Source: an optimization exercise on an open RTL-to-GDS flow (aim: small area and a short achievable clock period). Production flows keep margins and buffers that such runs may drop.
No run shown here included a check of the RTL's function; only the layout flow was run.
Power and IR drop assume default switching activity.

[design/flow/design.v]
module rank_filter (
    input  wire               clk,
    input  wire               rst,         
    input  wire [2:0]         rf_half,     
    input  wire               rf_mode,     
    input  wire [15:0]        rf_thresh,   
    input  wire               in_valid,
    input  wire signed [17:0] in_data,
    output reg                out_valid,
    output reg  signed [17:0] out_data,
    output reg                out_hit
);
    localparam integer M = 14;   
    localparam integer N = 15;   
    function lt18(input [17:0] a, input [17:0] b);
        reg [17:0] g, p;
        reg [8:0]  g1, p1;
        reg [2:0]  g2, p2;
        integer i;
        begin
            g = ~a & b;
            p = ~a | b;
            g[17] = a[17] & ~b[17];
            p[17] = a[17] | ~b[17];
            for (i = 0; i < 9; i = i + 1) begin
                g1[i] = g[2*i+1] | (p[2*i+1] & g[2*i]);
                p1[i] = p[2*i+1] & p[2*i];
            end
            for (i = 0; i < 3; i = i + 1) begin
                g2[i] = g1[3*i+2] | (p1[3*i+2] & (g1[3*i+1] | (p1[3*i+1] & g1[3*i])));
                p2[i] = p1[3*i+2] & p1[3*i+1] & p1[3*i];
            end
            lt18 = g2[2] | (p2[2] & (g2[1] | (p2[1] & g2[0])));
        end
    endfunction
    function lt4s(input [3:0] a, input [3:0] b);
        reg [3:0] g, p;
        begin
            g = ~a & b;
            p = ~a | b;
            g[3] = a[3] & ~b[3];
            p[3] = a[3] | ~b[3];
            lt4s = g[3] | (p[3] & (g[2] | (p[2] & (g[1] | (p[1] & g[0])))));
        end
    endfunction
    integer k;
    reg signed [17:0] x_q;
    reg        [15:0] th_q;
    reg               v0;
    reg               rst_q;
    reg        [2:0]  h_q;
    reg               mode_q;
    always @(posedge clk) begin
        x_q    <= in_data;
        th_q   <= rf_thresh;
        v0     <= in_valid & ~rst;
        rst_q  <= rst;
        h_q    <= rf_half;
        mode_q <= rf_mode;
    end
    reg [M-1:0] inwin;     
    always @(*)
        for (k = 0; k < M; k = k + 1)
            inwin[k] = (k < {h_q, 1'b0});
    reg signed [17:0] w [0:N-1];       
    reg        [N-1:0] fill;           
    reg [M-1:0] c;         
    always @(*)
        for (k = 0; k < M; k = k + 1)
            c[k] = inwin[k] & (fill[k] ? lt18(x_q, w[k]) : x_q[17]);
    reg [M-1:0] c_q;
    reg [15:0]  th2_q;
    reg         v1;
    always @(posedge clk) begin
        if (v0) begin
            w[0] <= x_q;
            for (k = 1; k < N; k = k + 1)
                w[k] <= w[k-1];
        end
        if (rst_q)
            fill <= {N{1'b0}};
        else if (v0)
            fill <= {fill[N-2:0], 1'b1};
        c_q   <= c;
        th2_q <= th_q;
        v1    <= v0 & ~rst;
    end
    reg [3:0] r [0:N-1];   
    reg [3:0] r_old;       
    reg [M-1:0] dn;        
    reg [M-1:0] em, e0, ep;
    reg [M-1:0] sel;       
    reg [3:0]   rn [0:M-1];
    always @(*) begin
        for (k = 0; k < M; k = k + 1) begin
            dn[k] = lt4s(r_old, r[k]);
            em[k] = inwin[k] & (r[k] == 4'b1111);
            e0[k] = inwin[k] & (r[k] == 4'b0000);
            ep[k] = inwin[k] & (r[k] == 4'b0001);
            sel[k] = c_q[k] ? (dn[k] ? e0[k] : em[k])
                            : (dn[k] ? ep[k] : e0[k]);
            if (c_q[k] & ~dn[k])
                rn[k] = r[k] + 4'd1;
            else if (dn[k] & ~c_q[k])
                rn[k] = r[k] - 4'd1;
            else
                rn[k] = r[k];
        end
    end
    reg [3:0] pop;
    always @(*) begin
        pop = 4'd0;
        for (k = 0; k < M; k = k + 1)
            pop = pop + {3'b000, c_q[k]};
    end
    wire [3:0] rx    = {1'b0, h_q} - pop;
    wire       sel_x = ~|sel;    
    reg signed [17:0] med;
    always @(*) begin
        med = sel_x ? w[0] : 18'sd0;
        for (k = 0; k < M; k = k + 1)
            med = med | ((sel[k] & fill[k+1]) ? w[k+1] : 18'sd0);
    end
    wire signed [17:0] cen = fill[h_q] ? w[h_q] : 18'sd0;
    always @(posedge clk) begin
        if (rst_q) begin
            for (k = 0; k < N; k = k + 1)
                r[k] <= k[3:0] - {1'b0, h_q};
            r_old <= {1'b0, h_q};
        end else if (v1) begin
            r[0] <= rx;
            for (k = 1; k < N; k = k + 1)
                r[k] <= rn[k-1];
            r_old <= rn[{h_q, 1'b0} - 4'd1];
        end
    end
    wire signed [18:0] diff     = cen - med;
    wire               dneg     = diff[18];
    wire               upper_ok = (diff[17:16] == {2{dneg}});
    wire        [15:0] u        = diff[15:0] ^ {16{dneg}};
    wire        [16:0] tdiff    = {1'b0, th2_q} - {1'b0, u} - {16'd0, dneg};
    wire               keep     = mode_q & upper_ok & ~tdiff[16];
    wire signed [17:0] y        = keep ? cen : med;
    always @(posedge clk) begin
        out_valid <= v1 & ~rst;
        out_data  <= y;
        out_hit   <= ~keep & (diff != 19'd0);
    end
endmodule
[design/flow/run.sh]
#!/bin/bash
# synth_recipe.tcl (not shown) runs the flow's synth.tcl, then flattens the netlist and writes it again
# the make line also repeats each setting of config.mk as NAME=value (left out here)
make -C /OpenROAD-flow-scripts/flow DESIGN_CONFIG=/design/flow/config.mk WORK_HOME=/design/flow/orfs CLKGATE_MAP_FILE= SYNTH_SCRIPT=/design/flow/synth_recipe.tcl finish
[design/flow/constraint.sdc]
create_clock -name core_clock -period 24.0 [get_ports {clk}]
set_input_delay 4.8000 -clock core_clock [delete_from_list [all_inputs] [get_ports {clk}]]
set_output_delay 4.8000 -clock core_clock [all_outputs]
set_load 0.01 [all_outputs]
[design/flow/config.mk]
export PLATFORM = sky130hd
export DESIGN_NAME = rank_filter
export DESIGN_NICKNAME = rank_filter
export VERILOG_FILES = /design/flow/design.v
export SDC_FILE = /design/flow/constraint.sdc
export NUM_CORES = 4
export LEC_CHECK = 0
export CAP_MARGIN = 20
export CORE_MARGIN = 2
export CORE_UTILIZATION = 25
export PLACE_DENSITY = 0.45
export SLEW_MARGIN = 20
==> impl_results.md, run 1 <==
* Die area at 106000 um2
* Final worst path period share at 42.3%
* Power density cells at 88.2 nW/um2
* CTS root buf: clkbuf_16
* Crit path time final at 10.16 ns
* H-Tree Depth at 2
* Number of synthesized flops with an enable pin at 329
* #FFs+latches synth at 436
* Req. time, crit path at 24.50 ns
* Port buffer count at 60
* Detailed Routing Iterations Pass 1 at 9
* Compound-Gate Fraction of Synth Area at 20.4%
* HP Class: register to register
* Share of cells above drive strength 1 at 7.34%
* Register-to-register setup slack at 13.84 ns
* Clock skew at 0.0443 ns
* Largest net degree at the start of global routing at 164
* Sw frac at 34.8%
* Adder and majority cell fraction of the synthesized area at 11.0%
* Drt total wl at 96600 um
* Reg2reg path depth at 35
* Total I/O pin count at 61
* M2 GR Usage at 28.9%
* Fill cell count at 10700
* CTS Hold Buffers Added at 0
* Met1 GRT Util at 23.6%
* Clk network pwr share at 30.8%
* Via count at 21400
* Min-delay src: th_q[12]
* Area Overhead vs Synth at 15.0%
* Reg power frac at 36.7%
* CP Data Arrival Time at 10.66 ns
* Crit path max fanout at 40
* F_max at 98.4 MHz
* First-pass GRT wire length at 142000 um
* Buffer count from post-CTS setup fixing at 0
* Most common cell on crit path: ha_1
* Total power at 2.62 mW
* Most frequent cell after synthesis: edfxtp_1
* Lkg Pwr at 10.7 nW
* Synth Warn # at 4
* Max-Cap Viols at 0
* Vias in the first global route at 21100
* CTS sink cnt at 436
* TritonCTS clock tree: yes
* Post-DR wirelength/cell at 24.5 um
* Clk buf depth at 3
* GRT Total Usage at 17.7%
* Simple-gate share of the synthesized area at 11.1%
* Row count at 117
* GPL Wtd Cong at 0.926
* Overflow after GRT at 0
* Core area at 102000 um2
* Final setup viols at 0
* Top post-synthesis cells by area: edfxtp_1 38%, dfxtp_1 8.3%, ha_1 6.0%
* DP Worst Slack at 13.74 ns
* Initial antenna violation count at 3
* Residual DRC count at 0
* DP HPWL at 68200 um
* Post-synth top area share at 38.2%
* Final setup margin at 13.84 ns
* Main combinational cell family by area after synthesis: compound AO/OA/AOI/OAI gates
* Synth cell types at 84
* Setup Total Neg Slack at 0 ns
* Worst relative slew slack at 21.2%
* Hold path cells at 0
* Crit-path slowest cell: clkinv_1
* Syn nets at 2679
* Post-Syn Instances at 2503
* Crit path launch type: register
* Total CTS buffers at 53
* Synth area leader: edfxtp_1
* Syn_area_per_cell at 10.3 um2
* Worst VDD drop at 0.0629 mV
* Final hold violations at 0
* CTS resizes at 0
* Post-synth top flop: edfxtp_1
* Hold path endpoint: th2_q[12]
* Slew @ Worst Pin at 1.15 ns
* Diode count at 0
* Most frequent cells after synthesis: 329 x edfxtp_1, 207 x inv_1, 185 x nand2_1, 135 x nor2_1, 124 x ha_1
* Die W at 325 um
* Busiest layer in global routing: met2
* Max-slew violations at 0
* Switching pwr at 912 uW
* Synth async-reset ratio at 0%
* Cell Int Power at 1.71 mW
* Met3 GRT Util at 3.40%
* Type of the worst setup path: register to register
* XOR/XNOR Fraction of Synth Area at 3.12%
* Via density at 5.43
* Post-synthesis mux area share at 2.67%
* Reg-to-reg critical path startpoint: h_q[2]
* Initial core utilization at 25.3%
* Sequential-to-total area share from yosys stat at 46.5%
* Outcome: timing/DRC/antenna clean
* Synthesized area at 25800 um2
* Hold slack at 0.324 ns
* Antenna-violating nets left at 0
* Reg2reg end: out_data[15]
* Layout net count at 2706
* Combinational power share at 32.5%
* First DRT Iteration DRCs at 2494
* Worst-path clk slew at 0.06 ns
* Clock Latency Late Sink at 0.63 ns
* Unrepaired setup endpoints after global routing: no
* Crit path largest cell delay at 0.89 ns
* CP Capture Type: register
* Die Ht at 325 um
[flip-flops by register name (all words and copies together) (netlist names), 3 cells and up]
| register | count |
|---|---|
| r | 56 |
| fill | 15 |
| h_q | 3 |
| th_q | 16 |
| th2_q | 16 |
| r_old | 4 |
| c_q | 14 |
| w | 270 |
| out_data | 18 |
| x_q | 18 |
[layout by cell type, fill, tap and decap left out, types with 31 or more instances in the layout]
master           instances
mux2i_1                 42
ha_1                   124
buf_4                   40
nor2b_1                 32
nand2_1                185
dfxtp_1                104
a222oi_1                44
clkdlybuf4s50_1         60
o22ai_1                 46
edfxtp_1               329
o21ai_0                115
a22oi_1                 54
a21oi_1                113
a31oi_1                 50
xnor2_1                 75
inv_1                  207
nand3_1                 35
maj3_1                  95
nand2b_1                31
a221oi_1                40
and3_1                  41
clkbuf_16               53
a22o_1                  47
nor2_1                 134
[critical path: cells and delay by family (launching register included)]
family,cells,cell delay (ns)
AO/OA/AOI/OAI,13,3.55
AND/OR/NAND/NOR,9,1.49
multiplexers,2,0.72
buffers and inverters,6,2.08
adder cells (fa/ha/maj),4,1.70
flip-flops,1,0.31
XOR/XNOR,1,0.14
[cell type report]
cell class	count	area [um2]	area share (%)
inverter	219	822	2.77
timing repair buffer	101	921	3.10
clock buffer	71	1470	4.96
sequential	436	12000	40.5
multi-input combinational	1719	12500	42.1
tap	1368	1710	5.76
clock inverter	28	262	0.880
[worst max path at each step]
stage	start	to	slack, ns	cells after the start
floorplan	r_old[0]	out_data[10]	16.03	36
global placement	h_q[2]	out_data[13]	13.91	35
detailed placement	h_q[2]	out_data[15]	13.74	35
CTS	h_q[2]	out_data[15]	13.67	35
global route	h_q[2]	out_data[13]	13.07	35
finish	h_q[2]	out_data[15]	13.84	35
[through the flow]
stage / instance area [um2] / utilization, % / cells
2_1_floorplan: 25800 / - / 2503
3_3_place_gp: 28000 / 27.4 / 3843
3_5_place_dp: 28000 / 27.4 / 3843
4_1_cts: 29700 / 29.1 / 3942
5_1_grt: 29700 / 29.1 / 3942
6_report: 29700 / 29.1 / 3942
[power by group through the flow]
| stage | Combinational [mW] | Sequential (mW) | Clock, mW |
|---|---|---|---|
| CTS | 0.861 | 0.960 | 0.829 |
| global placement | 0.833 | 0.975 | 0 |
| detailed placement | 0.853 | 0.975 | 0 |
| floorplan | 0.609 | 0.947 | 0 |
| global route | 0.964 | 0.968 | 0.859 |
| finish | 0.851 | 0.961 | 0.808 |
[cells by family (layout without fill, tap and decap cells)]
| family | after synthesis | after routing |
|---|---|---|
| AOI/OAI and AO/OA | 733 | 733 |
| xor gates and xnor gates | 92 | 92 |
| muxes | 64 | 64 |
| DFF | 436 | 436 |
| and+or+nand+nor | 590 | 590 |
| adders and majority gates | 240 | 240 |
| buffers and inverters | 348 | 419 |
[per-layer routing]
layer,up-vias,wire length [um]
met4,6,2930
met3,196,7700
met1,10600,41200
met2,1058,44700
li1,9529,-
met5,-,36
==> inputs of run 2 (changes only) <==
--- a/design/flow/config.mk
+++ b/design/flow/config.mk
@@ -9,4 +9,6 @@
 export CORE_MARGIN = 2
-export CORE_UTILIZATION = 25
-export PLACE_DENSITY = 0.45
+export CORE_UTILIZATION = 55
+export CTS_BUF_LIST = sky130_fd_sc_hd__clkbuf_4
+export CTS_CLUSTER_SIZE = 20
+export PLACE_DENSITY = 0.7
 export SLEW_MARGIN = 20
==> run 2 against run 1 <==
Net effect:
- via count increased by 4.8%
- clock skew increased by 0.056 ns
- still clean
- utilization increased by 32 points
==> impl_results.md, run 2 <==
* Via count at 22400 (+4.8%)
* Most frequent cells in the layout: 329 x edfxtp_1, 207 x inv_1, 185 x nand2_1, 170 x clkbuf_4, 134 x nor2_1
* Cell family contributing the most delay on the critical path: compound AO/OA/AOI/OAI gates
* Synthesized area at 25800 um2 (unchanged)
* Post-DR wirelength/cell at 27.0 um (+10%)
* Layout net count at 2763 (+2.1%)
* Final worst path period share at 42.4% (+0.079 points)
* DP Worst Slack at 14.16 ns (+0.426 ns)
* Port buffer count at 60 (unchanged)
* Fill cell count at 3857 (-64%)
* Synth Warn # at 4 (unchanged)
* Req. time, crit path at 24.77 ns (+0.27 ns)
* Outcome: timing/DRC/antenna clean
* CTS Hold Buffers Added at 0 (unchanged)
* Clock skew at 0.100 ns (+0.0559 ns)
* GRT Total Usage at 36.4% (+19 points)
* CP Data Arrival Time at 10.95 ns (+0.29 ns)
* CTS sink cnt at 436 (unchanged)
* Syn_area_per_cell at 10.3 um2 (unchanged)
* Sequential-to-total area share from yosys stat at 46.5% (unchanged)
* Buffers & Inverters on Critical Path at 5 (-1)
* Total CTS buffers at 117 (+120%)
* Die Ht at 221 um (-32%)
* Hold slack at 0.305 ns (-0.0186 ns)
* Largest registers: w: 270 flops, r: 56 flops
* H-Tree Depth at 3 (+1)
* Power density cells at 87.2 nW/um2 (-1.1%)
* Synth cell types at 84 (unchanged)
* F_max at 98.3 MHz (-0.19%)
* Initial core utilization at 55.6% (+30 points)
* Crit path max fanout at 40 (unchanged)
* Synth async-reset ratio at 0% (unchanged)
* Final setup margin at 13.82 ns (-0.0190 ns)
* Die area at 48700 um2 (-54%)
* Number of synthesized flops with an enable pin at 329 (unchanged)
* Buffer count from post-CTS setup fixing at 0 (unchanged)
* Lkg Pwr at 10.7 nW (+0.51%)
* Most frequent cells after synthesis: 329 x edfxtp_1, 207 x inv_1, 185 x nand2_1, 135 x nor2_1, 124 x ha_1
* Crit-path slowest cell: and2_1
* Crit path largest cell delay at 0.90 ns (about the same)
* Share of cells above drive strength 1 at 10.6% (+3.3 points)
* Post-synth top area share at 38.2% (unchanged)
* CTS resizes at 0 (unchanged)
* First-pass GRT wire length at 132000 um (-7.3%)
* Setup Total Neg Slack at 0 ns (unchanged)
* CTS root buf: clkbuf_4
* TritonCTS clock tree: yes
* Final hold violations at 0 (unchanged)
* Core area at 46500 um2 (-55%)
* Clock Latency Late Sink at 0.95 ns (+0.32 ns)
* Antenna-violating nets left at 0 (unchanged)
* Type of the worst setup path: register to register
* Drt total wl at 89100 um (-7.8%)
* Multi-input gate area at 12500 um2 (about the same)
* Area Overhead vs Synth at 10.6%
* First DRT Iteration DRCs at 3327 (+33%)
* Crit path launch type: register
* Detailed Routing Iterations Pass 1 at 9 (unchanged)
* Commonest non-fill, non-tap cell in the layout: edfxtp_1
* Overflow after GRT at 0 (unchanged)
* Synth area leader: edfxtp_1
* GPL Wtd Cong at 0.968 (+4.5%)
* Total power at 2.49 mW (-4.9%)
* Post-synth top flop: edfxtp_1
* #FFs+latches synth at 436 (unchanged)
* Max-Cap Viols at 0 (unchanged)
* CP Capture Type: register
* Die W at 221 um (-32%)
* Worst VDD drop at 0.0584 mV (-7.1%)
* Via density at 6.80 (+25%)
* Max reg flops at 270 (unchanged)
* Most flop-heavy register: w
* HP Class: register to register
* Max-slew violations at 0 (unchanged)
* Top post-synthesis cells by area: edfxtp_1 38%, dfxtp_1 8.3%, ha_1 6.0%
* Row count at 79 (-32%)
* Residual DRC count at 0 (unchanged)
* Clk buf depth at 3 (unchanged)
* Crit path time final at 10.18 ns (+0.0190 ns)
* Total I/O pin count at 61 (unchanged)
* Final setup viols at 0 (unchanged)
* Post-Syn Instances at 2503 (unchanged)
* Worst relative slew slack at 24.6% (+3.4 points)
* Largest net degree at the start of global routing at 201 (+23%)
* Initial antenna violation count at 2 (-1)
* Vias in the first global route at 21600 (+2.3%)
* DP HPWL at 61000 um (-10%)
* Register area at 12000 um2 (unchanged)
* Syn nets at 2679 (unchanged)
* Unrepaired setup endpoints after global routing: no
* Worst-path clk slew at 0.07 ns (about the same)
* Most frequent cell after synthesis: edfxtp_1
* Slew @ Worst Pin at 1.13 ns (-0.0206 ns)
[run 2: kinds of logic after synthesis]
| logic type | count (synthesis) | synth area share (%) |
|---|---|---|
| compound gates | 733 | 20.4 |
| xor+xnor | 92 | 3.12 |
| fa+ha+maj | 240 | 11.0 |
| buf+inv | 348 | 5.19 |
| flops | 436 | 46.5 |
| mux | 64 | 2.67 |
| simple gates | 590 | 11.1 |
[run 2: final cells by class]
type,instances,area share [%]
clock buffer,170,4.47
antenna,3,0.0263
clock inverter,52,0.976
timing repair buffer,94,3.18
inverter,219,2.88
multi-input combinational,1719,43.7
tap,607,2.66
sequential,436,42.1
[run 2: per-stage QoR]
stage	area (um2)	cells	util, %
2_1_floorplan	25800	2503	-
5_1_grt	28600	3300	61.5
4_1_cts	28500	3295	61.4
3_3_place_gp	27000	3073	58.0
6_report	28600	3300	61.5
3_5_place_dp	27000	3073	58.0
[run 2: final timing paths]
| check | start | to | slack [ns] | cells after the start |
|---|---|---|---|---|
| hold reg to reg | th_q[11] | th2_q[11] | 0.30 | 0 |
| setup / recovery | h_q[2] | out_data[4] | 13.82 | 34 |
| setup reg to reg | h_q[2] | out_data[4] | 13.82 | 34 |
| hold / removal | th_q[11] | th2_q[11] | 0.30 | 0 |
[run 2: power by group]
group	switching [mW]	internal [mW]	total [mW]
clock	0.345	0.350	0.695
combinational	0.472	0.363	0.835
sequential	0.0833	0.878	0.961
total	0.900	1.59	2.49
[run 2: worst register-to-register path: cells and delay by family (launching register included)]
family / cells / cell delay, ns
DFF: 1 / 0.31
muxes: 2 / 0.71
xor gates and xnor gates: 1 / 0.18
buffers and inverters: 5 / 1.69
adders and majority gates: 4 / 1.71
and+or+nand+nor: 6 / 1.69
AOI/OAI and AO/OA: 16 / 3.73
[run 2: routing by layer]
metal  wire length [um]  share of wire [%]  GRT usage, %  up-vias
met2              39400                 44          55.6     1598
met3              11000                 12          9.84      385
met4               5570                6.3          20.5        0
met5                  0                  0             0        -
li1                   -                  -             -     9747
met1              33100                 37          46.9    10700

-- port drivers added, routing unchanged --
No port has a modelled driver above. Below, the same layouts with a new extraction and two added sets of constraints.
Step 1: set_driving_cell puts a clkbuf_16 on clk and a buf_2 on each other input, an assumption about the parent block.
Step 2 also shifts input and output timing later by t, the mid clock arrival at the registers, as if the neighbouring blocks saw the same clock.
Slacks: no drivers / after step 1 / after step 2; pairs: no drivers / after step 1.
| run | t (ns) | setup WS [ns] | worst setup path at the end | worst register clock-pin slew, ns | cell pins on the clock port's net |
|---|---|---|---|---|---|
| run 1 | 0.672 | 13.842 / 13.842 / 13.842 | register to register | 0.07 / 0.07 | 1 |
| run 2 | 0.951 | 13.823 / 13.823 / 13.823 | register to register | 0.08 / 0.08 | 1 |
After both steps every run listed still meets setup and hold.
